Context: an optimization exercise on an open-source flow, tuned for small area, a short achievable clock period and few clock cycles per item. The choices shown serve that exercise and are no tape-out recipe. At most, simulation tests tie the RTL to the original design; equivalence was not proved. Only the layout flow was run in runs 4 and 5; the RTL was not checked for function there. Power is estimated from default activity; no workload was simulated.

$ cat flow/config.mk
export PLATFORM = sky130hd
export DESIGN_NAME = gate_fit
export DESIGN_NICKNAME = gate_fit
export VERILOG_FILES = /design/flow/design.v
export SDC_FILE = /design/flow/constraint.sdc
export NUM_CORES = 8
export LEC_CHECK = 0
export CAP_MARGIN = 20
export CORE_MARGIN = 2
export CORE_UTILIZATION = 50
export CTS_CLUSTER_DIAMETER = 100
export CTS_CLUSTER_SIZE = 25
export PLACE_DENSITY = 0.65
export SETUP_SLACK_MARGIN = 5
export SLEW_MARGIN = 20
$ cat flow/constraint.sdc
create_clock -name core_clock -period 10.0 [get_ports {clk}]
set_input_delay 2.0000 -clock core_clock [delete_from_list [all_inputs] [get_ports {clk}]]
set_output_delay 2.0000 -clock core_clock [all_outputs]
set_load 0.01 [all_outputs]
$ cat flow/design.v
module sk_add #(parameter W = 8) (
    input  wire [W-1:0] a,
    input  wire [W-1:0] b,
    input  wire         ci,
    output wire [W-1:0] s
);
    localparam L = (W <= 2) ? 1 : (W <= 4) ? 2 : (W <= 8) ? 3 : (W <= 16) ? 4 :
                   (W <= 32) ? 5 : (W <= 64) ? 6 : (W <= 128) ? 7 : 8;
    wire [W-1:0] p0 = a ^ b;
    wire [W-1:0] g0 = a & b;
    wire [W-1:0] gl [0:L];
    wire [W-1:0] pl [0:L];
    assign gl[0] = {g0[W-1:1], g0[0] | (p0[0] & ci)};
    assign pl[0] = p0;
    genvar lv, i;
    generate
        for (lv = 0; lv < L; lv = lv + 1) begin : lvl
            for (i = 0; i < W; i = i + 1) begin : bx
                if (((i >> lv) & 1) == 1) begin : op
                    assign gl[lv+1][i] = gl[lv][i] | (pl[lv][i] & gl[lv][((i >> lv) << lv) - 1]);
                    assign pl[lv+1][i] = pl[lv][i] & pl[lv][((i >> lv) << lv) - 1];
                end else begin : pass
                    assign gl[lv+1][i] = gl[lv][i];
                    assign pl[lv+1][i] = pl[lv][i];
                end
            end
        end
    endgenerate
    wire [W-1:0] gc = gl[L];
    assign s = p0 ^ {gc[W-2:0], ci};
endmodule
module gf_div3 (
    input  wire         clk,
    input  wire         rst,
    input  wire         ld,
    input  wire         nlt2,        
    input  wire [95:0]  d_in,        
    input  wire [64:0]  e_in,        
    input  wire [104:0] m3_in,       
    input  wire [107:0] za_in,       
    input  wire [115:0] zf_in,       
    output reg          ov,
    output wire [63:0]  p,
    output wire [63:0]  a,
    output wire [63:0]  f
);
    reg        busy;
    reg [6:0]  cb;
    reg        fb_0, fb_1, fb_inc;
    wire [6:0] cb_n = ld ? 7'd0 : (busy ? cb + 7'd1 : cb);
    always @(posedge clk) begin
        if (rst) begin
            busy   <= 1'b0;
            cb     <= 7'd65;
            ov     <= 1'b0;
            fb_0   <= 1'b0;
            fb_1   <= 1'b0;
            fb_inc <= 1'b0;
        end else begin
            if (ld)
                busy <= 1'b1;
            else if (cb == 7'd65)
                busy <= 1'b0;
            cb     <= cb_n;
            ov     <= busy & ~ld & (cb_n == 7'd65);
            fb_0   <= (cb_n == 7'd0);
            fb_1   <= (cb_n == 7'd1);
            fb_inc <= (cb_n == 7'd64);
        end
    end
    reg        z_all;            
    reg        z_f;              
    reg        ovf;              
    reg [95:0]  dp;
    reg [96:0]  rp;
    reg [63:0]  lp;
    reg         qp;
    wire [96:0] sp;
    sk_add #(97) u_divp (.a({rp[95:0], lp[63]}), .b({1'b0, dp} ^ {97{qp}}), .ci(qp), .s(sp));
    wire        qp_raw = ~sp[96];
    wire [63:0] lp_inc;
    sk_add #(64) u_incp (.a({1'b0, lp[63:1]}), .b(64'd0), .ci(lp[0]), .s(lp_inc));
    reg [65:0]  da;
    reg [66:0]  ra;
    reg [64:0]  la;
    reg         qa;
    wire [66:0] sa;
    sk_add #(67) u_diva (.a({ra[65:0], la[64]}), .b({1'b0, da} ^ {67{qa}}), .ci(qa), .s(sa));
    wire        qa_raw = ~sa[66];
    reg [105:0] df;
    reg [106:0] rf;
    reg [64:0]  lf;
    reg         qf;
    wire [106:0] sf;
    sk_add #(107) u_divf (.a({rf[105:0], lf[64]}), .b({1'b0, df} ^ {107{qf}}), .ci(qf), .s(sf));
    wire        qf_raw = ~sf[106];
    wire qp_bit = qp_raw & ~z_all;
    wire qa_bit = z_all ? fb_1 : qa_raw;
    wire qf_bit = (qf_raw | (ovf & ~fb_0)) & ~z_f;
    always @(posedge clk) begin
        if (ld) begin
            z_all <= nlt2;
            z_f   <= nlt2 | (m3_in == 105'd0);
            dp    <= d_in;
            da    <= {e_in, 1'b0};
            df    <= {m3_in, 1'b0};
        end
        ovf <= fb_0 ? qf_raw : ovf;
        rp <= ld ? {34'd0, m3_in[104:42]} : sp;
        lp <= ld ? {m3_in[41:0], 22'd0} : (fb_inc ? lp_inc : {lp[62:0], qp_bit});
        qp <= ld | qp_raw;
        ra <= ld ? {3'b0, za_in[107:44]} : sa;
        la <= ld ? {za_in[43:0], e_in[20:0]} : {la[63:0], qa_bit};
        qa <= ld | qa_raw;
        rf <= ld ? {10'd0, zf_in[115:19]} : sf;
        lf <= ld ? {zf_in[18:0], m3_in[45:0]} : {lf[63:0], qf_bit};
        qf <= ld | qf_raw;
    end
    assign p = lp;
    assign a = {~la[63], la[62:0]};
    assign f = lf[63:0];
endmodule
module gate_fit (
    input  wire         clk,
    input  wire         rst,
    input  wire         in_valid,
    output wire         in_ready,
    input  wire [31:0]  n,
    input  wire [79:0]  t1,
    input  wire [111:0] t2,
    output wire         out_valid,
    output wire [63:0]  p,
    output wire [63:0]  a,
    output wire [63:0]  f
);
    reg        a1_busy;          
    reg [5:0]  s1;               
    reg        a1_last;          
    reg        a2_busy;          
    reg [4:0]  s2;               
    reg        a2_last;          
    reg        sel;              
    assign in_ready = ~a1_busy | a1_last;
    wire accept  = in_valid & in_ready;
    wire xfer    = a1_busy & a1_last;        
    wire hand    = a2_busy & a2_last;        
    wire [5:0] s1_n = accept ? 6'd0 : (a1_busy ? s1 + 6'd1 : s1);
    wire [4:0] s2_n = xfer ? 5'd0 : (a2_busy ? s2 + 5'd1 : s2);
    reg fa_0;      
    reg fa_m;      
    reg fa_b;      
    reg fa_17;     
    reg fa_32;     
    reg fb_b;      
    reg fb_17;     
    reg fb_5;      
    reg fb_26;     
    always @(posedge clk) begin
        if (rst) begin
            a1_busy <= 1'b0;
            s1      <= 6'd32;
            a1_last <= 1'b0;
            a2_busy <= 1'b0;
            s2      <= 5'd27;
            a2_last <= 1'b0;
            sel     <= 1'b0;
            fa_0 <= 1'b0; fa_m <= 1'b0; fa_b <= 1'b0; fa_17 <= 1'b0; fa_32 <= 1'b0;
            fb_b <= 1'b0; fb_17 <= 1'b0; fb_5 <= 1'b0; fb_26 <= 1'b0;
        end else begin
            if (accept)
                a1_busy <= 1'b1;
            else if (a1_last)
                a1_busy <= 1'b0;
            s1      <= s1_n;
            a1_last <= (accept | (a1_busy & ~a1_last)) & (s1_n == 6'd32);
            if (xfer)
                a2_busy <= 1'b1;
            else if (a2_last)
                a2_busy <= 1'b0;
            s2      <= s2_n;
            a2_last <= (xfer | (a2_busy & ~a2_last)) & (s2_n == 5'd27);
            if (hand)
                sel <= ~sel;
            fa_0  <= accept;
            fa_m  <= (accept | (a1_busy & ~a1_last)) & (s1_n < 6'd32);
            fa_b  <= (accept | (a1_busy & ~a1_last)) & (s1_n < 6'd17);
            fa_17 <= a1_busy & ~a1_last & (s1_n == 6'd17);
            fa_32 <= a1_busy & ~a1_last & (s1_n == 6'd32);
            fb_b  <= (xfer | (a2_busy & ~a2_last)) & (s2_n < 5'd17);
            fb_17 <= a2_busy & ~a2_last & (s2_n == 5'd17);
            fb_5  <= a2_busy & ~a2_last & (s2_n >= 5'd18) & (s2_n < 5'd26);
            fb_26 <= a2_busy & ~a2_last & (s2_n == 5'd26);
        end
    end
    reg [31:0]  n_fix;           
    reg [31:0]  n_rot;           
    reg [33:0]  n_bth;           
    reg         bth_prev;        
    reg         brw_m;           
    reg [35:0]  acc0;            
    reg [33:0]  low0;
    reg [104:0] acc_m;           
    reg [104:0] t1sh;            
    reg [107:0] xa;              
    wire [64:0]  e_val = {acc0[30:0], low0};
    wire [62:0]  c2    = e_val[64:1];
    wire bit_n  = n_rot[0];
    wire bit_nm = bit_n ^ brw_m;             
    wire b1 = n_bth[1], b0 = n_bth[0];
    wire bth_neg = b1 & ~(b0 & bth_prev);
    wire bth_two = (b1 & ~b0 & ~bth_prev) | (~b1 & b0 & bth_prev);
    wire bth_one = b0 ^ bth_prev;
    wire [35:0] nmul = bth_two ? {3'b0, n_fix, 1'b0} : (bth_one ? {4'b0, n_fix} : 36'd0);
    wire [35:0] acc0_sum;
    sk_add #(36) u_add0 (.a(acc0), .b(nmul ^ {36{bth_neg}}), .ci(bth_neg), .s(acc0_sum));
    wire [104:0] m_op = ({105{fa_m}} & ~(t1sh & {105{bit_nm}})) |
                        ({105{fa_32}} & {acc_m[103:0], 1'b0});
    wire [104:0] acc_m_sum;
    sk_add #(105) u_addm (.a(acc_m), .b(m_op), .ci(fa_m), .s(acc_m_sum));
    wire [107:0] w_val = {1'b0, c2, 1'b0, c2[62:20]};
    wire [107:0] xa_op = ({108{fa_0}}  & {2'd0, t1sh, 1'b0}) |
                         ({108{fa_17}} & w_val) |
                         ({108{fa_32}} & ~{1'b0, acc_m, 2'b0});
    wire [107:0] xa_sum;
    sk_add #(108) u_adda (.a(xa), .b(xa_op), .ci(fa_32), .s(xa_sum));
    always @(posedge clk) begin
        n_rot    <= accept ? n : {n_rot[0], n_rot[31:1]};
        n_bth    <= accept ? {2'b0, n} : {2'b0, n_bth[33:2]};
        bth_prev <= accept ? 1'b0 : n_bth[1];
        brw_m    <= accept ? 1'b1 : (brw_m & ~bit_n);
        t1sh     <= accept ? {32'd0, t1[72:0]} : {t1sh[103:0], 1'b0};
        acc_m    <= accept ? {t2[103:0], 1'b0} : acc_m_sum;
        xa       <= accept ? {2'd0, t2[104:0], 1'b0} : xa_sum;
        if (accept)
            n_fix <= n;
        if (accept) begin
            acc0 <= {4'b0, n};
        end else if (fa_b) begin
            acc0 <= {{2{acc0_sum[35]}}, acc0_sum[35:2]};
            low0 <= {acc0_sum[1:0], low0[33:2]};
        end
    end
    reg         nlt2;            
    reg [64:0]  e2;              
    reg [104:0] m3;              
    reg [107:0] za;              
    reg [33:0]  n2;              
    reg         brw_d;           
    reg         bd_prev;         
    reg [67:0]  acc1;            
    reg [33:0]  low1;
    reg [115:0] xf;              
    wire [95:0] d_val = {acc1[61:0], low1};
    wire [1:0] nm1 = n2[1:0] - {1'b0, brw_d};
    wire       brw_o = brw_d & (n2[1:0] == 2'b00);
    wire bd_neg = nm1[1] & ~(nm1[0] & bd_prev);
    wire bd_two = (nm1[1] & ~nm1[0] & ~bd_prev) | (~nm1[1] & nm1[0] & bd_prev);
    wire bd_one = nm1[0] ^ bd_prev;
    wire [67:0] emul = bd_two ? {2'b0, e2, 1'b0} : (bd_one ? {3'b0, e2} : 68'd0);
    wire [67:0] acc1_sum;
    sk_add #(68) u_add1 (.a(acc1), .b(emul ^ {68{bd_neg}}), .ci(bd_neg), .s(acc1_sum));
    wire [115:0] xf_op = ({116{fb_5}}  & {xf[113:0], 2'b0}) |
                         ({116{fb_26}} & {57'd0, m3[104:46]});
    wire [115:0] xf_sum;
    sk_add #(116) u_addf (.a(xf), .b(xf_op), .ci(1'b0), .s(xf_sum));
    always @(posedge clk) begin
        if (xfer) begin
            nlt2 <= (n_fix[31:1] == 31'd0);
            e2   <= e_val;
            m3   <= acc_m_sum;
            za   <= xa_sum;
        end
        n2      <= xfer ? {2'b0, n_fix} : {2'b0, n2[33:2]};
        brw_d   <= xfer ? 1'b1 : brw_o;
        bd_prev <= xfer ? 1'b0 : nm1[1];
        if (xfer) begin
            acc1 <= 68'd0;
        end else if (fb_b) begin
            acc1 <= {{2{acc1_sum[67]}}, acc1_sum[67:2]};
            low1 <= {acc1_sum[1:0], low1[33:2]};
        end
        xf <= fb_17 ? {20'd0, d_val} : xf_sum;
    end
    wire        ov0, ov1;
    wire [63:0] p0, a0, f0, p1, a1, f1;
    gf_div3 u_b0 (.clk(clk), .rst(rst), .ld(hand & ~sel), .nlt2(nlt2), .d_in(d_val),
                  .e_in(e2), .m3_in(m3), .za_in(za), .zf_in(xf),
                  .ov(ov0), .p(p0), .a(a0), .f(f0));
    gf_div3 u_b1 (.clk(clk), .rst(rst), .ld(hand & sel), .nlt2(nlt2), .d_in(d_val),
                  .e_in(e2), .m3_in(m3), .za_in(za), .zf_in(xf),
                  .ov(ov1), .p(p1), .a(a1), .f(f1));
    assign out_valid = ov0 | ov1;
    assign p = ov1 ? p1 : p0;
    assign a = ov1 ? a1 : a0;
    assign f = ov1 ? f1 : f0;
endmodule
$ cat flow/run.sh
#!/bin/bash
# synth_recipe.tcl (not shown) runs the flow's synth.tcl, then flattens the netlist and writes it again
# the make line also repeats each setting of config.mk as NAME=value (left out here)
make -C /OpenROAD-flow-scripts/flow DESIGN_CONFIG=/design/flow/config.mk WORK_HOME=/design/flow/orfs CLKGATE_MAP_FILE= SYNTH_SCRIPT=/design/flow/synth_recipe.tcl finish
==> results of run 1 <==
## timing repair
| action | 4_1_cts | 5_1_grt |
|---|---|---|
| pin swaps | 40 | 85 |
| endpoints found under the setup margin | 716 | 146 |
| buffers inserted | 76 | 90 |
| resized for setup | 230 | 150 |
| gates cloned | 18 | 5 |
| endpoints found under the hold margin | 0 | 0 |
## per-stage QoR
step	setup slack (ps)	hold WS (ps)	utilization	instances
final	4965	410.6	0.5607	17570
after global routing	4825	425.0	0.5606	17560
after CTS	5001	406.0	0.5546	17460
after detailed placement	2891	407.2	0.5310	17140
after global placement	2897	401.8	0.5310	17140
after floorplan	5001	399.0	-	13640
## Yosys cell counts (44+ instances only)
cell	instances	area (um^2)
a211oi_1	64	480.5
a21bo_2	44	440.4
a21o_1	433	3251
a21oi_1	931	4659
a22o_1	67	586.8
and2_1	164	1026
and3_1	172	1076
and4_1	46	402.9
buf_1	94	352.8
clkbuf_1	457	1715
dfxtp_1	1581	31650
edfxtp_1	949	28500
fa_1	77	1541
ha_1	975	12200
inv_1	314	1179
mux2_2	199	2241
mux2i_1	88	880.8
nand2_1	2511	9425
nand2b_1	101	631.9
nand3_1	165	825.8
nand4_1	124	775.7
nor2_1	783	2939
nor2b_1	93	581.8
nor3_1	178	890.9
nor4_1	50	312.8
o211ai_1	111	833.3
o21a_1	174	1306
o21ai_0	621	3108
o21bai_1	79	593.1
o31ai_1	151	1134
xnor2_1	522	4572
xor2_1	912	7988
## final cells by class
| type | count | area share |
|---|---|---|
| Antenna cell | 18 | 0.0003068 |
| Timing Repair Buffer | 718 | 0.05257 |
| Tap cell | 3515 | 0.02996 |
| Inverter | 317 | 0.008489 |
| Timing Repair inverter | 1 | 0.00005966 |
| Sequential cell | 2530 | 0.4101 |
| Multi-Input combinational cell | 10250 | 0.4730 |
| Clock buffer | 196 | 0.02311 |
| Clock inverter | 30 | 0.002327 |
## cell usage in the layout, fill, tap and decap left out, types with 172 or more instances in the layout
master           count
nand2_1           2497
dfxtp_1           1562
ha_1               967
edfxtp_1           949
xor2_1             911
a21oi_1            899
nor2_1             778
o21ai_0            591
xnor2_1            512
a21o_1             433
clkdlybuf4s50_1    405
inv_1              306
buf_4              216
mux2_2             199
nor3_1             172
## critical path: cells and delay by family (launching register included)
kind	cells	cell delay, ps
DFF	1	410
adders and majority gates	1	390
xor gates and xnor gates	1	170
and+or+nand+nor	5	1120
AOI/OAI and AO/OA	7	2110
buffers and inverters	2	410
muxes	1	270
## state kept, by name, indices dropped and copies added (netlist names), 96 cells and up
register,cells
acc_m,105
m3,105
t1sh,105
u_b0.df,105
u_b0.dp,96
u_b0.rf,106
u_b0.rp,96
u_b1.df,105
u_b1.dp,96
u_b1.rf,106
u_b1.rp,96
xa,108
xf,116
za,108
## routing by layer
layer / share of wire / GRT usage / vias to the layer above
met5: 0.00058 / 0 / -
met4: 0.057 / 0.1416 / 8
met3: 0.077 / 0.04237 / 706
met2: 0.44 / 0.4761 / 3958
met1: 0.42 / 0.4185 / 50270
li1: - / - / 48340
## report_power, final
part	internal, uW	switching (uW)
logic	12200	15000
clock network	2400	3560
registers	13700	1850
## kinds of logic (layout without fill, tap and decap cells)
| kind of cell | count (synthesis) | in the layout | share of synthesized area |
|---|---|---|---|
| flops | 2530 | 2530 | 0.4576 |
| fa+ha+maj | 1052 | 1052 | 0.1045 |
| compound gates | 2984 | 2988 | 0.1445 |
| xor+xnor | 1434 | 1434 | 0.09555 |
| buf+inv | 869 | 1262 | 0.02482 |
| other cells | 0 | 18 | 0 |
| mux | 287 | 287 | 0.02375 |
| simple gates | 4488 | 4488 | 0.1493 |
## final timing paths
path | start | to | slack (ps) | cells after the start
min | n_rot[18] | n_rot[17] | 410 | 2
max reg2reg | fa_17 | xa[105] | 4970 | 17
min reg2reg | n_rot[18] | n_rot[17] | 410 | 2
max | fa_17 | xa[105] | 4970 | 17
==> results.ini, run 1 <==
[status]
status = finished clean

[clock_network]
clockBufferDepth = 3
cts_max_level = 3
cts_tree = yes
cts_hold_buf = 0
cts_buffers = 119
root_buffer = clkbuf_16
clkSinkCount = 2530
clkTransAtPathRegs_ps = 100
clk_latency_ps = 870

[global_routing]
grt_pass1_wl_um = 617400
antenna_found_initial = 47
grt.overflow.total = 0
grt_pass1_vias = 98470
grt_use_total = 0.3049
grt_max_degree = 193

[worst_setup_path]
startpoint_type = flop
worstPathRequired_ps = 10740
slowest_delay_ps = 460
crit_fanout = 10
worstSetupEndpointType = flop
arrival_ps = 5780
crit_type = reg -> reg
path_cells = buf_4 > nand2_2 > o211ai_1 > ha_1 > nand4_1 > nor4_1 > nand4_1 > a211oi_4 > buf_4 > o2111ai_4 > a211oi_4 > o21a_1 > nor2_4 > o21ai_1 > a21oi_1 > xnor2_1 > mux2_2
slowest_stage = a211oi_4

[placed_design]
port_buffers = 406
place_hpwl_um = 300300
placed_area_um2 = 139000
gp_congestion = 0.9798

[drt]
drtIter0Drc = 9834
routed_wl_um = 422600
viasPerCell = 5.877
drc = 0
post_drt_wl_per_cell_um = 24.04
firstDrtPassIters = 6
final_antenna_net_count = 0
vias = 103300

[floorplan]
die_w_um = 516.7
core-area_um2 = 261800
die_y_um = 516.7
ioPinCount = 421
initial_core_util = 0.5021
dieArea_um2 = 267000
rows = 188

[yosys]
synth_area_um2 = 131400
syn_inst = 13640
ys_ff_latch = 2530
syn_area_per_cell_um2 = 9.634
async_flop_share = 0
synth_edf_count = 949
yosysWarnings = 11
synth_ff_type = dfxtp_1
syn_nets = 14920
ys_types = 90
synth-seq-area-share = 0.4576

[sta]
slew_viol_final = 0
layout_min_cycle_time_ps = 5035
max_freq_ghz = 0.1986
rsz0062_at_grt = true
slew_headroom = 0.2705
setup_viol = 0
finalCritPeriodShare = 0.5035
hold_viol_final = 0
finalSetupTns_ps = 0
worst_pin_slew_ps = 1094
fin_worst_skew_ps = 55.98

[power_and_ir_drop]
total_power_uw = 48710
cellLeakagePower_uw = 0.06256
power_density_nw_per_um2 = 331.8
ir_drop_v = 0.0001849

[final_layout]
syn_to_final_growth_pct = 11.68
seq_area_um2 = 60210
fin_nets = 15220
fillerInstances = 22670
fin_area_um2 = 146800
multiInputGateArea_um2 = 69440
layout-drive-gt1-share = 0.07065

[worst_hold_path]
hold_class = reg -> reg

[job]
maxCapViolations = 0

Testbench counts, summed over its fixed seeds: cycles 7,096, items 192.
==> inputs of run 2 (changes only) <==
==> flow/flow/run.sh (new file) <==
#!/bin/bash
# The standard layout (the standard.sh, every step unchanged), except that
# the port buffers that global placement inserts on every input and output are
# the platform's smallest buffer, buf_1, instead of the automatically chosen one.
set -euo pipefail
cd "$(dirname "$0")/.."
bash standard.sh "BUFFER_PORTS_ARGS=-buffer_cell sky130_fd_sc_hd__buf_1" finish > standard_make.log 2>&1
==> flow/standard.sh (new file) <==
#!/bin/bash
# synth_recipe.tcl (not shown) runs the flow's synth.tcl, then flattens the netlist and writes it again
# the make line also repeats each setting of config.mk as NAME=value (left out here)
make -C /OpenROAD-flow-scripts/flow DESIGN_CONFIG=/design/flow/config.mk WORK_HOME=/design/flow/orfs CLKGATE_MAP_FILE= SYNTH_SCRIPT=/design/flow/synth_recipe.tcl "${@:-finish}"
--- a/flow/config.mk
+++ b/flow/config.mk
@@ -8,8 +8,8 @@
 export CAP_MARGIN = 20
 export CORE_MARGIN = 2
-export CORE_UTILIZATION = 50
+export CORE_UTILIZATION = 45
 export CTS_CLUSTER_DIAMETER = 100
 export CTS_CLUSTER_SIZE = 25
-export PLACE_DENSITY = 0.65
+export PLACE_DENSITY = 0.55
 export SETUP_SLACK_MARGIN = 5
 export SLEW_MARGIN = 20
removed: flow/run.sh
==> run 2 against run 1 <==
  * Power is essentially flat
  * Sequential cell count is the same
  * Critical path depth is 3 higher
  * Clock-buffer cell count down 5
  * Utilization fell by 6.2 points
  * Clock skew rose by 17 ps
  * Worst setup slack better by 75 ps
  * Via count is 1.5% lower
  * Still clean
  * Non-clock buffer count fell by 52
  * Synthesized area did not move
  * First-iteration DRC count decreased by 2.4%
==> results.ini, run 2 <==
[yosys]
async_flop_share = 0  ; unchanged
synth_common_cells = nand2_1, dfxtp_1, ha_1
syn_area_per_cell_um2 = 9.634  ; unchanged
yosys.area.top_type = dfxtp_1
ys_types = 90  ; unchanged
synth_edf_count = 949  ; unchanged
ys_ff_latch = 2530  ; unchanged
synth.area.top_cells = dfxtp_1, edfxtp_1, ha_1
synth-seq-area-share = 0.4576  ; unchanged
netlist.area_leader.share = 0.2408  ; unchanged
synth.most_common_cell = nand2_1
yosysWarnings = 11  ; unchanged
synth_ff_type = dfxtp_1
synth_area_um2 = 131400  ; unchanged
syn_nets = 14920  ; unchanged
syn_inst = 13640  ; unchanged

[floorplan]
dieArea_um2 = 296400  ; +11%
initial_core_util = 0.4520  ; -0.05013
die_y_um = 544.5  ; +5.4%
die_w_um = 544.5  ; +5.4%
rows = 198  ; +5.3%
core-area_um2 = 290800  ; +11%
ioPinCount = 421  ; unchanged

[global_routing]
grt.overflow.total = 0  ; unchanged
grt_pass1_vias = 97930  ; -0.55%
antenna_found_initial = 51  ; +8.5%
grt_pass1_wl_um = 628200  ; +1.7%
grt_max_degree = 186  ; -3.6%
grt_use_total = 0.2809  ; -0.02397

[clock_network]
cts_buffers = 135  ; +13%
cts_tree = yes
clkSinkCount = 2530  ; unchanged
clockBufferDepth = 4  ; +1
clkTransAtPathRegs_ps = 110  ; about the same
cts_max_level = 4  ; +1
root_buffer = clkbuf_16
cts_hold_buf = 0  ; unchanged
clk_latency_ps = 900  ; +30 ps

[sta]
hold_viol_final = 0  ; unchanged
slew_viol_final = 0  ; unchanged
slew_headroom = 0.2128  ; -0.05772
layout_min_cycle_time_ps = 4960  ; -75.21 ps
worst_pin_slew_ps = 1181  ; +86.57 ps
fin_worst_skew_ps = 72.59  ; +16.61 ps
setup_viol = 0  ; unchanged
finalCritPeriodShare = 0.4960  ; -0.007521
finalSetupTns_ps = 0  ; unchanged
max_freq_ghz = 0.2016  ; +1.5%
rsz0062_at_grt = true

[final_layout]
regMostFlops = xf
seq_area_um2 = 60210  ; about the same
layout-drive-gt1-share = 0.07052  ; -0.0001292
layout_commonest_cell = nand2_1
largest_registers = xf (116), xa (108), za (108)
fin_nets = 15190  ; -0.20%
multiInputGateArea_um2 = 69640  ; +0.29%
syn_to_final_growth_pct = 10.24
largest_register_ffs = 116  ; unchanged
final_cell_mix = nand2_1, dfxtp_1, ha_1
fillerInstances = 27060  ; +19%

[drt]
viasPerCell = 5.676  ; -3.4%
routed_wl_um = 431100  ; +2.0%
firstDrtPassIters = 6  ; unchanged
vias = 101700  ; -1.5%
post_drt_wl_per_cell_um = 24.05  ; about the same
drc = 0  ; unchanged
final_antenna_net_count = 0  ; unchanged
drtIter0Drc = 9596  ; -2.4%

[worst_setup_path]
r2r_start = n_rot[0]
worstPathRequired_ps = 10590  ; -150 ps
cp-startpoint = n_rot[0]
crit_type = reg -> reg
timing.rr.end = m3[93]
r2r_slack_ps = 5040  ; +80 ps
startpoint_type = flop
crit_fanout = 10  ; unchanged
reg2reg_depth = 20  ; +3
worstSetupEndpointType = flop
arrival_ps = 5550  ; -230 ps

[power_and_ir_drop]
power_density_nw_per_um2 = 336.4  ; +1.4%
ir_drop_v = 0.0001719  ; -7.0%
total_power_uw = 48750  ; about the same
cellLeakagePower_uw = 0.06146  ; -1.7%

[worst_hold_path]
hold_class = reg -> reg
hold_path_end = n2[25]
worstHoldStart = n2[27]
hold_depth = 2  ; unchanged

[status]
status = finished clean

[placed_design]
gp_congestion = 0.9418  ; -3.9%
place_hpwl_um = 310100  ; +3.3%
port_buffers = 406  ; unchanged

[job]
maxCapViolations = 0  ; unchanged

-- run 2: cell counts after synthesis --
Identical to the previous run, type by type.
-- run 2: how the worst max path moves through the flow --
stage / to / cells after the start
2_1_floorplan: acc1[63] / 27
3_5_place_dp: u_b0.lf[0] / 16
4_1_cts: u_b0.lf[0] / 16
6_report: m3[93] / 20
5_1_grt: u_b0.lf[0] / 16
3_3_place_gp: u_b0.lf[0] / 16
-- run 2: layer usage --
layer | part of all wire | GRT usage
met5 | 0.00012 | 0
met4 | 0.044 | 0.1078
met3 | 0.061 | 0.02984
met2 | 0.45 | 0.4444
met1 | 0.45 | 0.3943
-- run 2: report_power, final --
group	total [uW]	switching [uW]	internal (uW)	leakage [uW]
clock	6520	3740	2780	0.00204
combinational	26700	14900	11700	0.0376
sequential	15600	1840	13700	0.0218
total	48700	20500	28200	0.0615
-- run 2: stage by stage --
stage | setup WS (ps) | utilization | instances | area, um^2 | hold WS (ps)
after global placement | 2899 | 0.4712 | 17530 | 137000 | 402.5
after floorplan | 5001 | - | 13640 | 131500 | 399.0
final | 5040 | 0.4982 | 17920 | 144900 | 423.5
after CTS | 4907 | 0.4926 | 17840 | 143300 | 427.1
after global routing | 4882 | 0.4981 | 17910 | 144900 | 447.3
after detailed placement | 2836 | 0.4712 | 17530 | 137100 | 406.1
-- run 2: area by class of cell --
type | count | area share
multi-input cells | 10250 | 0.4806
flip-flops and latches | 2530 | 0.4155
well taps | 3900 | 0.03367
repair buffers | 666 | 0.03205
clock buffers | 191 | 0.02550
inverters | 317 | 0.008703
clock inverters | 50 | 0.003618
diodes | 13 | 0.0002245
repair inverters | 2 | 0.0001209
-- run 2: cells by family (layout without fill, tap and decap cells) --
group / after synthesis / count (layout) / share of synthesized area
and+or+nand+nor: 4488 / 4488 / 0.1493
AOI/OAI and AO/OA: 2984 / 2993 / 0.1445
DFF: 2530 / 2530 / 0.4576
xor gates and xnor gates: 1434 / 1434 / 0.09555
adders and majority gates: 1052 / 1052 / 0.1045
buffers and inverters: 869 / 1226 / 0.02482
muxes: 287 / 287 / 0.02375
other: 0 / 13 / 0
-- run 2: worst max-delay path, stage by stage (launching register included) --
cell      delay, ps
dfxtp_2         340
inv_2           110
ha_4            270
buf_12          150
buf_4           140
inv_6           160
a21oi_1         100
a21o_1          160
ha_1            330
a21o_1          210
a21o_1          210
a21oi_2         210
o22ai_1         130
o21ai_0         300
nand3_4         200
a221oi_4        250
buf_4           190
a211oi_1        100
o41ai_2         340
o21bai_1        160
xor2_1          550
-- run 2: repair_timing --
| action | CTS | global route |
|---|---|---|
| gates resized for setup | 231 | 174 |
| pin swaps | 30 | 96 |
| endpoints found under the setup margin | 727 | 149 |
| buffers inserted | 54 | 60 |
| gates cloned | 16 | 9 |
==> inputs of run 3 (changes only) <==
--- a/flow/config.mk
+++ b/flow/config.mk
@@ -8,8 +8,8 @@
 export CAP_MARGIN = 20
 export CORE_MARGIN = 2
-export CORE_UTILIZATION = 45
+export CORE_UTILIZATION = 50
 export CTS_CLUSTER_DIAMETER = 100
 export CTS_CLUSTER_SIZE = 25
-export PLACE_DENSITY = 0.55
+export PLACE_DENSITY = 0.65
 export SETUP_SLACK_MARGIN = 5
 export SLEW_MARGIN = 20
==> run 3 against run 2 <==
  * Via count fell by 1.5%
  * First-iteration DRC count rose by 2.2%
  * Fmax rose by 0.77%
  * Clock skew rose by 41 ps
  * Sequential share of layout area rose by 0.40 points
  * Die area fell by 9.9%
  * Global-route usage rose by 0.49 points
  * Worst hold slack got worse by 2.0 ps
  * Design area fell by 0.96%
  * Power fell by 2.5%
==> results.ini, run 3 <==
[status]
status = finished clean

[clock_network]
cts_tree = yes
clk_latency_ps = 890  ; about the same
root_buffer = clkbuf_16
clockBufferDepth = 3  ; -1
clkSinkCount = 2530  ; unchanged
cts_buffers = 116  ; -14%
cts_hold_buf = 0  ; unchanged
cts_max_level = 3  ; -1
clkTransAtPathRegs_ps = 100  ; about the same

[drt]
wl_met2_um = 172400  ; -10%
post_drt_wl_per_cell_um = 22.65  ; -5.8%
drtIter0Drc = 9809  ; +2.2%
wl_met3_um = 30570  ; +16%
vias = 100200  ; -1.5%
met1Wirelength_um = 174100  ; -10%
routed_wl_um = 396800  ; -8.0%
topRoutingLayerUsed = met5
firstDrtPassIters = 6  ; unchanged
final_antenna_net_count = 0  ; unchanged
drc = 0  ; unchanged
viasPerCell = 5.718  ; +0.76%

[worst_setup_path]
timing.rr.end = m3[89]
crit_type = reg -> out
crit_cells = 4  ; -80%
crit_fanout = 45  ; +35
crit_buf_inv = 3  ; -2
arrival_ps = 2920  ; -2630 ps
crit_family = buffers and inverters
reg2reg_depth = 19  ; -5.0%
r2r_slack_ps = 5100  ; +60 ps
slowest_stage = dfxtp_4
path_cells = buf_8 > buf_8 > mux2_2 > buf_1
slowest_delay_ps = 640  ; +90 ps
endpoint = a[48]
cp-startpoint = u_b1.ov
r2r_start = n_rot[0]
worstPathRequired_ps = 8000  ; -2590 ps
worstSetupEndpointType = primary output
cp_common_cell = buf_8
startpoint_type = flop

[floorplan]
die_y_um = 516.7  ; -5.1%
die_w_um = 516.7  ; -5.1%
dieArea_um2 = 267000  ; -9.9%
ioPinCount = 421  ; unchanged
rows = 188  ; -5.1%
core-area_um2 = 261800  ; -10%
initial_core_util = 0.5021  ; +0.05013

[yosys]
yosysWarnings = 11  ; unchanged
syn_nets = 14920  ; unchanged
synth.most_common_cell = nand2_1
ys_ff_latch = 2530  ; unchanged
async_flop_share = 0  ; unchanged
yosys.area.top_type = dfxtp_1
synth_area_um2 = 131400  ; unchanged
syn_area_per_cell_um2 = 9.634  ; unchanged
ys_types = 90  ; unchanged
syn_inst = 13640  ; unchanged
synth.area.top_cells = dfxtp_1, edfxtp_1, ha_1
synth-seq-area-share = 0.4576  ; unchanged
netlist.area_leader.share = 0.2408  ; unchanged
synth_edf_count = 949  ; unchanged
synth_ff_type = dfxtp_1
synth_common_cells = nand2_1, dfxtp_1, ha_1

[global_routing]
grt_use_total = 0.2858  ; +0.004861
antenna_found_initial = 38  ; -25%
grt_pass1_wl_um = 579400  ; -7.8%
grt.overflow.total = 0  ; unchanged
grt_pass1_vias = 92440  ; -5.6%
grt_max_degree = 203  ; +9.1%

[job]
maxCapViolations = 0  ; unchanged

[placed_design]
port_buffers = 406  ; unchanged
place_hpwl_um = 284200  ; -8.4%
post-place-ws_ps = 2973  ; +136.9 ps
gp_congestion = 0.9552  ; +1.4%

[power_and_ir_drop]
power_density_nw_per_um2 = 331.2  ; -1.6%
total_power_uw = 47530  ; -2.5%
cellLeakagePower_uw = 0.06113  ; -0.54%
ir_drop_v = 0.0001998  ; +16%

[sta]
finalSetupTns_ps = 0  ; unchanged
fin_ws_ps = 5078  ; +37.79 ps
finalCritPeriodShare = 0.4922  ; -0.003779
slew_headroom = 0.2480  ; +0.03513
max_freq_ghz = 0.2032  ; +0.77%
slew_viol_final = 0  ; unchanged
layout_min_cycle_time_ps = 4922  ; -37.79 ps
setup_viol = 0  ; unchanged
worst_pin_slew_ps = 1128  ; -52.69 ps
rsz0062_at_grt = true
whs_ps = 421.5  ; -2.017 ps
hold_viol_final = 0  ; unchanged
fin_worst_skew_ps = 113.4  ; +40.85 ps

[final_layout]
largest_register_ffs = 116  ; unchanged
syn_to_final_growth_pct = 9.185
final_cell_mix = nand2_1, dfxtp_1, ha_1
fin_nets = 15170  ; -0.13%
largest_registers = xf (116), xa (108), za (108)
regMostFlops = xf
layout_commonest_cell = nand2_1
layout-drive-gt1-share = 0.06571  ; -0.004812

[worst_hold_path]
hold_class = reg -> reg

-- run 3: cell counts after synthesis --
Identical to the previous run, type by type.
-- run 3: kinds of logic after synthesis --
| kind of cell | after synthesis | share of synthesized area |
|---|---|---|
| DFF | 2530 | 0.4576 |
| AOI/OAI and AO/OA | 2984 | 0.1445 |
| buffers and inverters | 869 | 0.02482 |
| xor gates and xnor gates | 1434 | 0.09555 |
| muxes | 287 | 0.02375 |
| and+or+nand+nor | 4488 | 0.1493 |
| adders and majority gates | 1052 | 0.1045 |
-- run 3: where the power goes --
group | switching, uW | internal [uW]
combinational | 14600 | 11500
clock | 3490 | 2430
sequential | 1770 | 13700
total | 19800 | 27700
-- run 3: stage by stage --
step / instances / instance area [um^2] / util
6_report: 17520 / 143500 / 0.5482
5_1_grt: 17500 / 143500 / 0.5481
4_1_cts: 17430 / 142000 / 0.5425
3_5_place_dp: 17150 / 136600 / 0.5217
3_3_place_gp: 17150 / 136600 / 0.5217
2_1_floorplan: 13640 / 131500 / -
-- run 3: cell type report --
type	count	area, um^2
multi-input cells	10250	69370
clock inverters	24	360.3
clock buffers	193	3352
inverters	317	1275
well taps	3515	4398
fillers	23450	118300
flip-flops and latches	2530	60210
repair buffers	669	4519
diodes	14	35.03
-- run 3: how the worst min path moves through the flow --
stage | from | to | slack, ps | depth (start not counted)
6_report | n_bth[16] | n_bth[14] | 420 | 2
5_1_grt | n2[27] | n2[25] | 440 | 2
4_1_cts | n_bth[16] | n_bth[14] | 420 | 2
3_5_place_dp | low0[0] | e2[0] | 400 | 0
3_3_place_gp | n_rot[20] | n_rot[19] | 400 | 2
2_1_floorplan | n2[2] | n2[0] | 400 | 2
-- run 3: routing by layer --
layer | GRT usage | vias to the layer above
li1 | - | 48240
met1 | 0.4007 | 48040
met2 | 0.4387 | 3317
met3 | 0.04484 | 547
met4 | 0.1187 | 10
met5 | 0 | -
-- run 3: tightest hold or removal path, stage by stage (launching register included) --
cell	delay, ps
dfxtp_1	310
nand2_1	40
nand2_1	40
-- run 3: timing repair --
item | 4_1_cts | 5_1_grt
gates cloned | 9 | 10
resized for setup | 208 | 168
setup endpoints to repair | 687 | 158
hold endpoints to repair | 0 | 0
buffers inserted | 56 | 60
pin swaps | 35 | 84
==> inputs of run 4 (changes only) <==
--- a/flow/design.v
+++ b/flow/design.v
@@ -47,5 +47,5 @@
     reg        busy;
     reg [6:0]  cb;
-    reg        fb_0, fb_1, fb_inc;
+    reg        fb_0, fb_1;
     wire [6:0] cb_n = ld ? 7'd0 : (busy ? cb + 7'd1 : cb);
     always @(posedge clk) begin
@@ -56,5 +56,4 @@
             fb_0   <= 1'b0;
             fb_1   <= 1'b0;
-            fb_inc <= 1'b0;
         end else begin
             if (ld)
@@ -66,5 +65,4 @@
             fb_0   <= (cb_n == 7'd0);
             fb_1   <= (cb_n == 7'd1);
-            fb_inc <= (cb_n == 7'd64);
         end
     end
@@ -74,11 +72,9 @@
     reg [95:0]  dp;
     reg [96:0]  rp;
-    reg [63:0]  lp;
+    reg [64:0]  lp;
     reg         qp;
     wire [96:0] sp;
-    sk_add #(97) u_divp (.a({rp[95:0], lp[63]}), .b({1'b0, dp} ^ {97{qp}}), .ci(qp), .s(sp));
+    sk_add #(97) u_divp (.a({rp[95:0], lp[64]}), .b({1'b0, dp} ^ {97{qp}}), .ci(qp), .s(sp));
     wire        qp_raw = ~sp[96];
-    wire [63:0] lp_inc;
-    sk_add #(64) u_incp (.a({1'b0, lp[63:1]}), .b(64'd0), .ci(lp[0]), .s(lp_inc));
     reg [65:0]  da;
     reg [66:0]  ra;
@@ -107,6 +103,6 @@
         end
         ovf <= fb_0 ? qf_raw : ovf;
-        rp <= ld ? {34'd0, m3_in[104:42]} : sp;
-        lp <= ld ? {m3_in[41:0], 22'd0} : (fb_inc ? lp_inc : {lp[62:0], qp_bit});
+        rp <= ld ? {35'd0, m3_in[104:43]} : sp;
+        lp <= ld ? {m3_in[42:0], 22'd0} : {lp[63:0], qp_bit};
         qp <= ld | qp_raw;
         ra <= ld ? {3'b0, za_in[107:44]} : sa;
@@ -117,5 +113,5 @@
         qf <= ld | qf_raw;
     end
-    assign p = lp;
+    assign p = lp[63:0];
     assign a = {~la[63], la[62:0]};
     assign f = lf[63:0];
@@ -291,5 +287,6 @@
                   .ov(ov1), .p(p1), .a(a1), .f(f1));
     assign out_valid = ov0 | ov1;
-    assign p = ov1 ? p1 : p0;
+    wire [63:0] pq = ov1 ? p1 : p0;
+    sk_add #(64) u_incp (.a({1'b0, pq[63:1]}), .b(64'd0), .ci(pq[0]), .s(p));
     assign a = ov1 ? a1 : a0;
     assign f = ov1 ? f1 : f0;
==> run 4 against run 3 <==
  * Fmax decreased by 22%
  * Global-route usage up 1.1 points
  * Synthesized area decreased by 1.0%
  * Still clean on timing, DRC and antenna
  * Sequential share of layout area rose by 0.19 points
  * Sequential power about the same
  * First-iteration DRC count fell by 3.6%
  * Combinational power barely moved
  * Synthesized cell count is 1.8% lower
  * Largest cell class unchanged
  * Utilization increased by 0.28 points
  * Critical path depth grew 12
  * Critical path type unchanged
  * Clock skew is 47 ps lower
==> results.ini, run 4 <==
[yosys]
syn_nets = 14670  ; -1.7%
ys_ff_latch = 2530  ; unchanged
ys_types = 110  ; +22%
synth-seq-area-share = 0.4623  ; +0.004753
yosysWarnings = 11  ; unchanged
synth_edf_count = 949  ; unchanged
async_flop_share = 0  ; unchanged
netlist.area_leader.share = 0.2433  ; +0.002501
synth_ff_type = dfxtp_1
synthMuxAreaShare = 0.02049  ; -0.003254
synth_common_cells = nand2_1, dfxtp_1, ha_1
yosys.area.top_type = dfxtp_1
synth_top_family_by_area = simple AND/OR/NAND/NOR gates
synth_area_um2 = 130100  ; -1.0%
synth-xor-area-share = 0.09789  ; +0.002339
synthSimpleGateAreaFrac = 0.1516  ; +0.002300
synth.area.top_cells = dfxtp_1, edfxtp_1, ha_1
syn_inst = 13400  ; -1.8%
synthAdderAreaFrac = 0.1049  ; +0.0004125
syn_area_per_cell_um2 = 9.707  ; +0.76%
synth.most_common_cell = nand2_1
synth_compound_area_frac = 0.1382  ; -0.006299

[global_routing]
grt_pass1_vias = 96710  ; +4.6%
antenna_found_initial = 47  ; +24%
grt_pass1_wl_um = 599300  ; +3.4%
grt_use_total = 0.2972  ; +0.01142
grt_max_degree = 208  ; +2.5%
grt.overflow.total = 0  ; unchanged

[final_layout]
syn_to_final_growth_pct = 9.806
regMostFlops = xf
layout_commonest_cell = nand2_1
fin_cells = 17210  ; -1.8%
final_cell_mix = nand2_1, dfxtp_1, ha_1
layout-drive-gt1-share = 0.07515  ; +0.009446
fin_area_um2 = 142900  ; -0.46%
fin_nets = 14960  ; -1.4%
largest_registers = xf (116), xa (108), za (108)
final_util = 0.5510  ; +0.002846
largest_register_ffs = 116  ; unchanged

[drt]
viasPerCell = 5.836  ; +2.1%
post_drt_wl_per_cell_um = 23.67  ; +4.5%
firstDrtPassIters = 6  ; unchanged
vias = 100400  ; +0.28%
routed_wl_um = 407300  ; +2.7%
drc = 0  ; unchanged
final_antenna_net_count = 0  ; unchanged
drtIter0Drc = 9460  ; -3.6%

[worst_setup_path]
r2r_start = n_rot[0]
worstPathRequired_ps = 8000  ; about the same
cp-startpoint = u_b1.ov
arrival_ps = 4290  ; +1370 ps
startpoint_type = flop
worstSetupEndpointType = primary output
crit_type = reg -> out
crit_fanout = 5  ; -89%

[placed_design]
placed_area_um2 = 135200  ; -0.98%
dp.cells = 16800  ; -2.0%
port_buffers = 406  ; unchanged
place_hpwl_um = 290900  ; +2.4%
gp_congestion = 0.9432  ; -1.3%

[sta]
layout_min_cycle_time_ps = 6288  ; +1366 ps
max_freq_ghz = 0.1590  ; -22%
slew_headroom = 0.1618  ; -0.08618
rsz0062_at_grt = true
slew_viol_final = 0  ; unchanged
hold_viol_final = 0  ; unchanged
fin_worst_skew_ps = 65.98  ; -47.47 ps
finalCritPeriodShare = 0.6288  ; +0.1366
finalSetupTns_ps = 0  ; unchanged
worst_pin_slew_ps = 1257  ; +129.3 ps
setup_viol = 0  ; unchanged

[clock_network]
cts_hold_buf = 0  ; unchanged
cts_buffers = 117  ; +0.86%
clkSinkCount = 2530  ; unchanged
cts_max_level = 3  ; unchanged
root_buffer = clkbuf_16
clkTransAtPathRegs_ps = 100  ; about the same
clockBufferDepth = 3  ; unchanged
clk_latency_ps = 870  ; -20 ps
cts_tree = yes

[floorplan]
initial_core_util = 0.5018  ; about the same
dieArea_um2 = 264300  ; -1.0%
rows = 187  ; -0.53%
die_y_um = 514.1  ; -0.51%
ioPinCount = 421  ; unchanged
core-area_um2 = 259200  ; -0.98%
die_w_um = 514.1  ; -0.51%

[worst_hold_path]
hold_class = reg -> reg
worstHoldStart = n2[19]

[status]
status = finished clean

[power_and_ir_drop]
power_density_nw_per_um2 = 329.3  ; -0.57%
cellLeakagePower_uw = 0.06193  ; +1.3%
ir_drop_v = 0.0001876  ; -6.1%

[job]
maxCapViolations = 0  ; unchanged

-- run 4: final cells by class --
type / instances / area [um^2]
clock buffer: 190 / 3309
clock inverter: 31 / 457.9
inverter: 313 / 1217
tap: 3402 / 4257
timing repair buffer: 690 / 4933
antenna: 21 / 52.55
multi-input combinational: 10030 / 68420
sequential: 2530 / 60200
fill: 22650 / 116400
-- run 4: where the power goes --
part	internal, uW	total, uW	leakage [uW]	switching (uW)
clock network	2470	5990	0.00181	3520
registers	13700	15200	0.0218	1550
logic	11300	25800	0.0384	14500
-- run 4: timing repair --
| item | in CTS | in global routing |
|---|---|---|
| gates cloned | 16 | 6 |
| resized for setup | 275 | 175 |
| pin swaps | 54 | 78 |
| setup buffers | 86 | 56 |
| endpoints found under the setup margin | 681 | 237 |
-- run 4: final timing paths --
path               end  slack [ps]  cells after the start
max reg2reg  acc_m[74]        5060                     22
min reg2reg     n2[17]         410                      2
max              p[62]        3710                     16
min             n2[17]         410                      2
-- run 4: per-stage QoR --
stage | worst slack (ps) | total power, uW | hold WS [ps]
2_1_floorplan | 4204 | 33750 | 399.0
3_3_place_gp | 3341 | 38670 | 401.3
3_5_place_dp | 3298 | 39590 | 404.5
4_1_cts | 3626 | 46440 | 420.1
5_1_grt | 3563 | 50500 | 436.9
6_report | 3712 | 47040 | 413.8
-- run 4: cells by family (layout without fill, tap and decap cells) --
| kind of cell | count (synthesis) | in the layout |
|---|---|---|
| AOI/OAI and AO/OA | 2785 | 2790 |
| buffers and inverters | 846 | 1224 |
| other | 0 | 21 |
| xor gates and xnor gates | 1454 | 1454 |
| muxes | 247 | 247 |
| DFF | 2530 | 2530 |
| and+or+nand+nor | 4495 | 4495 |
| adders and majority gates | 1045 | 1045 |
-- run 4: per-layer routing --
| layer | vias up | track usage | part of all wire |
|---|---|---|---|
| met1 | 48660 | 0.4020 | 0.42 |
| met2 | 3806 | 0.4680 | 0.44 |
| li1 | 47230 | - | - |
| met5 | - | 0 | 0.000032 |
| met3 | 736 | 0.04384 | 0.079 |
| met4 | 2 | 0.1410 | 0.055 |
-- run 4: critical path, stage by stage, from the launching register on --
cell and delay [ps]:
dfxtp_4 380, buf_12 150, mux2_4 210, ha_4 130, ha_4 130, inv_4 40, a221oi_4 250, and2b_2 240
nand3_2 100, nor2_4 170, nand4_1 130, or3_4 410, nor3_4 200, and3_4 250, a21oi_1 80, o32ai_2 320
buf_2 200
==> inputs of run 5 (changes only) <==
--- a/flow/design.v
+++ b/flow/design.v
@@ -47,5 +47,5 @@
     reg        busy;
     reg [6:0]  cb;
-    reg        fb_0, fb_1;
+    reg        fb_0, fb_1, fb_inc;
     wire [6:0] cb_n = ld ? 7'd0 : (busy ? cb + 7'd1 : cb);
     always @(posedge clk) begin
@@ -56,4 +56,5 @@
             fb_0   <= 1'b0;
             fb_1   <= 1'b0;
+            fb_inc <= 1'b0;
         end else begin
             if (ld)
@@ -65,4 +66,5 @@
             fb_0   <= (cb_n == 7'd0);
             fb_1   <= (cb_n == 7'd1);
+            fb_inc <= (cb_n == 7'd64);
         end
     end
@@ -72,9 +74,12 @@
     reg [95:0]  dp;
     reg [96:0]  rp;
-    reg [64:0]  lp;
+    reg [63:0]  lp;
     reg         qp;
     wire [96:0] sp;
-    sk_add #(97) u_divp (.a({rp[95:0], lp[64]}), .b({1'b0, dp} ^ {97{qp}}), .ci(qp), .s(sp));
+    wire [96:0] op_p = {{1'b0, dp[95:48]} ^ {49{~rp[96]}}, dp[47:0] ^ {48{qp}}};
+    sk_add #(97) u_divp (.a({rp[95:0], lp[63]}), .b(op_p), .ci(qp), .s(sp));
     wire        qp_raw = ~sp[96];
+    wire [63:0] lp_inc;
+    sk_add #(64) u_incp (.a({1'b0, lp[63:1]}), .b(64'd0), .ci(lp[0]), .s(lp_inc));
     reg [65:0]  da;
     reg [66:0]  ra;
@@ -82,5 +87,6 @@
     reg         qa;
     wire [66:0] sa;
-    sk_add #(67) u_diva (.a({ra[65:0], la[64]}), .b({1'b0, da} ^ {67{qa}}), .ci(qa), .s(sa));
+    wire [66:0] op_a = {{1'b0, da[65:33]} ^ {34{~ra[66]}}, da[32:0] ^ {33{qa}}};
+    sk_add #(67) u_diva (.a({ra[65:0], la[64]}), .b(op_a), .ci(qa), .s(sa));
     wire        qa_raw = ~sa[66];
     reg [105:0] df;
@@ -89,5 +95,6 @@
     reg         qf;
     wire [106:0] sf;
-    sk_add #(107) u_divf (.a({rf[105:0], lf[64]}), .b({1'b0, df} ^ {107{qf}}), .ci(qf), .s(sf));
+    wire [106:0] op_f = {{1'b0, df[105:53]} ^ {54{~rf[106]}}, df[52:0] ^ {53{qf}}};
+    sk_add #(107) u_divf (.a({rf[105:0], lf[64]}), .b(op_f), .ci(qf), .s(sf));
     wire        qf_raw = ~sf[106];
     wire qp_bit = qp_raw & ~z_all;
@@ -103,6 +110,6 @@
         end
         ovf <= fb_0 ? qf_raw : ovf;
-        rp <= ld ? {35'd0, m3_in[104:43]} : sp;
-        lp <= ld ? {m3_in[42:0], 22'd0} : {lp[63:0], qp_bit};
+        rp <= ld ? {34'd0, m3_in[104:42]} : sp;
+        lp <= ld ? {m3_in[41:0], 22'd0} : (fb_inc ? lp_inc : {lp[62:0], qp_bit});
         qp <= ld | qp_raw;
         ra <= ld ? {3'b0, za_in[107:44]} : sa;
@@ -113,5 +120,5 @@
         qf <= ld | qf_raw;
     end
-    assign p = lp[63:0];
+    assign p = lp;
     assign a = {~la[63], la[62:0]};
     assign f = lf[63:0];
@@ -202,13 +209,12 @@
     wire [62:0]  c2    = e_val[64:1];
     wire bit_n  = n_rot[0];
-    wire bit_nm = bit_n ^ brw_m;             
-    wire b1 = n_bth[1], b0 = n_bth[0];
-    wire bth_neg = b1 & ~(b0 & bth_prev);
-    wire bth_two = (b1 & ~b0 & ~bth_prev) | (~b1 & b0 & bth_prev);
-    wire bth_one = b0 ^ bth_prev;
+    reg  bm_p, bm_n;
+    reg  bth_neg, bth_two, bth_one;
+    wire [1:0] nb_nx  = accept ? n[1:0] : n_bth[3:2];
+    wire       npr_nx = accept ? 1'b0 : n_bth[1];
     wire [35:0] nmul = bth_two ? {3'b0, n_fix, 1'b0} : (bth_one ? {4'b0, n_fix} : 36'd0);
     wire [35:0] acc0_sum;
     sk_add #(36) u_add0 (.a(acc0), .b(nmul ^ {36{bth_neg}}), .ci(bth_neg), .s(acc0_sum));
-    wire [104:0] m_op = ({105{fa_m}} & ~(t1sh & {105{bit_nm}})) |
+    wire [104:0] m_op = ({105{fa_m}} & ~{t1sh[104:52] & {53{~bm_n}}, t1sh[51:0] & {52{bm_p}}}) |
                         ({105{fa_32}} & {acc_m[103:0], 1'b0});
     wire [104:0] acc_m_sum;
@@ -224,5 +230,10 @@
         n_bth    <= accept ? {2'b0, n} : {2'b0, n_bth[33:2]};
         bth_prev <= accept ? 1'b0 : n_bth[1];
+        bth_neg  <= nb_nx[1] & ~(nb_nx[0] & npr_nx);
+        bth_two  <= (nb_nx[1] & ~nb_nx[0] & ~npr_nx) | (~nb_nx[1] & nb_nx[0] & npr_nx);
+        bth_one  <= nb_nx[0] ^ npr_nx;
         brw_m    <= accept ? 1'b1 : (brw_m & ~bit_n);
+        bm_p     <= accept ? ~n[0] : (n_rot[1] ^ (brw_m & ~bit_n));
+        bm_n     <= accept ? n[0] : ~(n_rot[1] ^ (brw_m & ~bit_n));
         t1sh     <= accept ? {32'd0, t1[72:0]} : {t1sh[103:0], 1'b0};
         acc_m    <= accept ? {t2[103:0], 1'b0} : acc_m_sum;
@@ -250,7 +261,9 @@
     wire [1:0] nm1 = n2[1:0] - {1'b0, brw_d};
     wire       brw_o = brw_d & (n2[1:0] == 2'b00);
-    wire bd_neg = nm1[1] & ~(nm1[0] & bd_prev);
-    wire bd_two = (nm1[1] & ~nm1[0] & ~bd_prev) | (~nm1[1] & nm1[0] & bd_prev);
-    wire bd_one = nm1[0] ^ bd_prev;
+    wire [1:0] n2_nx  = xfer ? n_fix[1:0] : n2[3:2];
+    wire       bw_nx  = xfer ? 1'b1 : brw_o;
+    wire       bp_nx  = xfer ? 1'b0 : nm1[1];
+    wire [1:0] nm1_nx = n2_nx - {1'b0, bw_nx};
+    reg  bd_neg, bd_two, bd_one;
     wire [67:0] emul = bd_two ? {2'b0, e2, 1'b0} : (bd_one ? {3'b0, e2} : 68'd0);
     wire [67:0] acc1_sum;
@@ -270,4 +283,7 @@
         brw_d   <= xfer ? 1'b1 : brw_o;
         bd_prev <= xfer ? 1'b0 : nm1[1];
+        bd_neg  <= nm1_nx[1] & ~(nm1_nx[0] & bp_nx);
+        bd_two  <= (nm1_nx[1] & ~nm1_nx[0] & ~bp_nx) | (~nm1_nx[1] & nm1_nx[0] & bp_nx);
+        bd_one  <= nm1_nx[0] ^ bp_nx;
         if (xfer) begin
             acc1 <= 68'd0;
@@ -287,6 +303,5 @@
                   .ov(ov1), .p(p1), .a(a1), .f(f1));
     assign out_valid = ov0 | ov1;
-    wire [63:0] pq = ov1 ? p1 : p0;
-    sk_add #(64) u_incp (.a({1'b0, pq[63:1]}), .b(64'd0), .ci(pq[0]), .s(p));
+    assign p = ov1 ? p1 : p0;
     assign a = ov1 ? a1 : a0;
     assign f = ov1 ? f1 : f0;
==> run 5 against run 4 <==
  * Utilization fell by 0.71 points
  * Critical endpoint is now za[107]
  * Clock-buffer cell count rose by 6
  * Register-to-register slack got worse by 80 ps
  * Worst setup slack improved by 1300 ps
  * Synthesized area rose by 1.8%
==> results.ini, run 5 <==
[yosys]
synth_top_family_by_area = compound AO/OA/AOI/OAI gates
yosysWarnings = 11  ; unchanged
synthAdderAreaFrac = 0.1037  ; -0.001254
synth_ff_type = dfxtp_1
async_flop_share = 0  ; unchanged
yosys.area.top_type = dfxtp_1
ys_ff_latch = 2541  ; +0.43%
syn_area_per_cell_um2 = 9.634  ; -0.76%
synth_compound_area_frac = 0.1486  ; +0.01043
synth.most_common_cell = nand2_1
synthMuxAreaShare = 0.02315  ; +0.002659
synth.area.top_cells = dfxtp_1, edfxtp_1, ha_1
syn_nets = 15020  ; +2.4%
synthSimpleGateAreaFrac = 0.1484  ; -0.003121
synth-xor-area-share = 0.09406  ; -0.003825
netlist.area_leader.share = 0.2407  ; -0.002558
synth_edf_count = 949  ; unchanged
synth_common_cells = nand2_1, dfxtp_1, ha_1
synth-seq-area-share = 0.4560  ; -0.006359
syn_inst = 13740  ; +2.5%
ys_types = 107  ; -2.7%
synth_area_um2 = 132400  ; +1.8%

[clock_network]
clkSinkCount = 2541  ; +0.43%
clockBufferDepth = 3  ; unchanged
cts_buffers = 116  ; -0.85%
clk_latency_ps = 870  ; about the same
cts_hold_buf = 0  ; unchanged
cts_tree = yes
root_buffer = clkbuf_16
clkTransAtPathRegs_ps = 100  ; about the same
cts_max_level = 3  ; unchanged

[floorplan]
dieArea_um2 = 268900  ; +1.8%
initial_core_util = 0.5034  ; +0.001601
die_w_um = 518.6  ; +0.87%
core-area_um2 = 263000  ; +1.4%
ioPinCount = 421  ; unchanged
rows = 188  ; +0.53%
die_y_um = 518.6  ; +0.87%

[drt]
drc = 0  ; unchanged
routed_wl_um = 393000  ; -3.5%
drtIter0Drc = 9798  ; +3.6%
viasPerCell = 5.740  ; -1.7%
final_antenna_net_count = 0  ; unchanged
firstDrtPassIters = 8  ; +2
post_drt_wl_per_cell_um = 22.40  ; -5.4%
vias = 100700  ; +0.25%

[final_layout]
layout-drive-gt1-share = 0.06080  ; -0.01436
regMostFlops = xf
final_cell_mix = nand2_1, dfxtp_1, ha_1
layout_commonest_cell = nand2_1
largest_register_ffs = 116  ; unchanged
fin_area_um2 = 143000  ; +0.13%
syn_to_final_growth_pct = 8.042
fin_nets = 15190  ; +1.6%
largest_registers = xf (116), xa (108), za (108)

[worst_setup_path]
cp_common_cell = a2111oi_4
path_cells = buf_12 > nand2_1 > o211ai_1 > ha_1 > nand4_1 > nor2_2 > o21ai_0 > a21o_2 > a21o_1 > a2111oi_4 > buf_4 > o211ai_4 > a2111oi_4 > buf_4 > o211ai_4 > a2111oi_4 > nor2_2 > o21ai_2 > xnor2_2
startpoint_type = flop
slowest_stage = a2111oi_4
arrival_ps = 5600  ; +1310 ps
crit_fanout = 5  ; unchanged
crit_type = reg -> reg
worstPathRequired_ps = 10580  ; +2580 ps
slowest_delay_ps = 490  ; +80 ps
worstSetupEndpointType = flop

[power_and_ir_drop]
p_comb_frac = 0.541  ; -0.008
cellLeakagePower_uw = 0.05979  ; -3.5%
switching_share = 0.4144  ; -0.002656
intPower_uw = 27480  ; +0.20%
ir_drop_v = 0.0001977  ; +5.4%
p_sw_uw = 19440  ; -0.89%
power_density_nw_per_um2 = 328.0  ; -0.39%
p_clk_frac = 0.126  ; about the same
p_seq_frac = 0.333  ; +0.009

[placed_design]
port_buffers = 406  ; unchanged
placed_area_um2 = 137500  ; +1.7%
post-place-ws_ps = 3745  ; +446.9 ps
gp_congestion = 0.9416  ; -0.17%
place_hpwl_um = 285600  ; -1.8%

[sta]
slew_headroom = 0.2121  ; +0.05034
finalSetupTns_ps = 0  ; unchanged
max_freq_ghz = 0.1992  ; +25%
fin_ws_ps = 4981  ; +1270 ps
setup_viol = 0  ; unchanged
slew_viol_final = 0  ; unchanged
finalCritPeriodShare = 0.5019  ; -0.1270
hold_viol_final = 0  ; unchanged
rsz0062_at_grt = true
layout_min_cycle_time_ps = 5019  ; -1270 ps
fin_worst_skew_ps = 110.5  ; +44.52 ps
worst_pin_slew_ps = 1182  ; -75.51 ps

[global_routing]
grt.overflow.total = 0  ; unchanged
grt_pass1_vias = 92610  ; -4.2%
grt_max_degree = 193  ; -7.2%
grt_pass1_wl_um = 578900  ; -3.4%
antenna_found_initial = 35  ; -26%
grt_use_total = 0.2803  ; -0.01696

[job]
maxCapViolations = 0  ; unchanged

[status]
status = finished clean

[worst_hold_path]
hold_class = reg -> reg

[run 5: changes by cell type in the layout (fill, tap and decap cells not counted), moves of 40 or more]
| cell | previous run | this run |
|---|---|---|
| xor2_1 | 950 | 663 |
| xnor2_1 | 467 | 751 |
| nor2_1 | 720 | 899 |
| o21ai_0 | 462 | 593 |
| nand2_1 | 2544 | 2438 |
| and3_1 | 146 | 71 |
| a22oi_1 | 28 | 100 |
| buf_1 | 353 | 405 |
| mux2_2 | 153 | 202 |
| inv_1 | 301 | 346 |
| a22o_1 | 63 | 106 |
| buf_2 | 40 | 0 |
| buf_4 | 186 | 146 |
[run 5: through the flow]
stage / hold WS [ps] / power, uW / cells / util
2_1_floorplan: 399.1 / 34530 / 13740 / -
3_3_place_gp: 403.7 / 39900 / 17240 / 0.5228
3_5_place_dp: 404.5 / 40260 / 17240 / 0.5228
4_1_cts: 412.2 / 46520 / 17490 / 0.5399
5_1_grt: 441.8 / 50600 / 17530 / 0.5438
6_report: 408.0 / 46920 / 17540 / 0.5439
[run 5: layout make-up]
type | instances | area [um^2]
diodes | 11 | 27.53
repair buffers | 617 | 3859
clock inverters | 20 | 270.3
fillers | 23950 | 119900
inverters | 356 | 1381
flip-flops and latches | 2541 | 60440
multi-input cells | 10280 | 69260
well taps | 3515 | 4398
clock buffers | 196 | 3407
[run 5: per-layer routing]
layer  track usage  up-vias  share of wire
li1              -    48460              -
met1        0.4056    48270           0.45
met2        0.4250     3430           0.43
met3       0.03321      521          0.075
met4        0.1131        4          0.047
met5             0        -       0.000084
[run 5: power by group through the flow]
stage	clock [uW]	combinational (uW)	sequential, uW
after floorplan	0	19600	14900
after global placement	0	24100	15800
after detailed placement	0	24500	15800
after CTS	5990	25000	15600
after global routing	6320	28400	15800
final	5900	25400	15600
[run 5: cells by family after synthesis]
kind of cell,count (synthesis)
multiplexers,281
adder cells (fa/ha/maj),1051
buffers and inverters,918
AO/OA/AOI/OAI,3012
flip-flops,2541
AND/OR/NAND/NOR,4519
XOR/XNOR,1421
[run 5: worst max-delay path, delay by kind of cell, from the launching register on]
family / cells / cell delay, ps
compound gates: 10 / 2560
xor+xnor: 1 / 110
fa+ha+maj: 1 / 390
buf+inv: 3 / 580
flops: 1 / 430
simple gates: 4 / 630
[run 5: path summary, 6_finish.rpt]
kind                                start  cells after the start  slack (ps)         to
worst max-delay path                fa_17                     19        4980    za[107]
worst min-delay path            n_rot[17]                      2         410  n_rot[16]
worst max register to register      fa_17                     19        4980    za[107]
worst min register to register  n_rot[17]                      2         410  n_rot[16]
[run 5: what timing repair did]
action,4_1_cts,5_1_grt
pin swaps,14,40
endpoints found under the setup margin,587,162
buffers inserted,29,32
cloned,1,10
resized for setup,88,118

port drivers added, routing unchanged:
No port has a modelled driver above. Below, the same layouts with a new extraction and two added sets of constraints.
Step 1, drivers: a clkbuf_16 drives clk and a buf_2 each remaining input, both assumed.
Step 2, shift: input delay + t, output delay - t, t = (earliest + latest rising clock arrival at the registers) / 2. This alone moves slack from input paths to output paths.
a / b / c = ideal ports / drivers / drivers and shift; a / b = the first two.
run | shift t [ns] | setup WS [ns] | hold WS [ns] | clock arrival spread, ns
run 1 | 0.951 | 4.965 / 4.965 / 4.523 | 0.411 / 0.411 / 0.411 | 0.057 / 0.058
run 2 | 0.966 | 5.040 / 4.997 / 4.920 | 0.424 / 0.424 / 0.424 | 0.090 / 0.090
run 3 | 0.954 | 5.078 / 4.958 / 4.799 | 0.422 / 0.422 / 0.422 | 0.116 / 0.116
run 4 | 0.952 | 3.712 / 3.600 / 4.551 | 0.414 / 0.414 / 0.414 | 0.070 / 0.071
run 5 | 0.930 | 4.981 / 4.981 / 4.981 | 0.408 / 0.408 / 0.408 | 0.111 / 0.111
After both steps setup and hold are still met in every run listed. The setup slack of run 1, which loses most, moves by 0.000 ns with the drivers and by -0.442 ns with both steps.
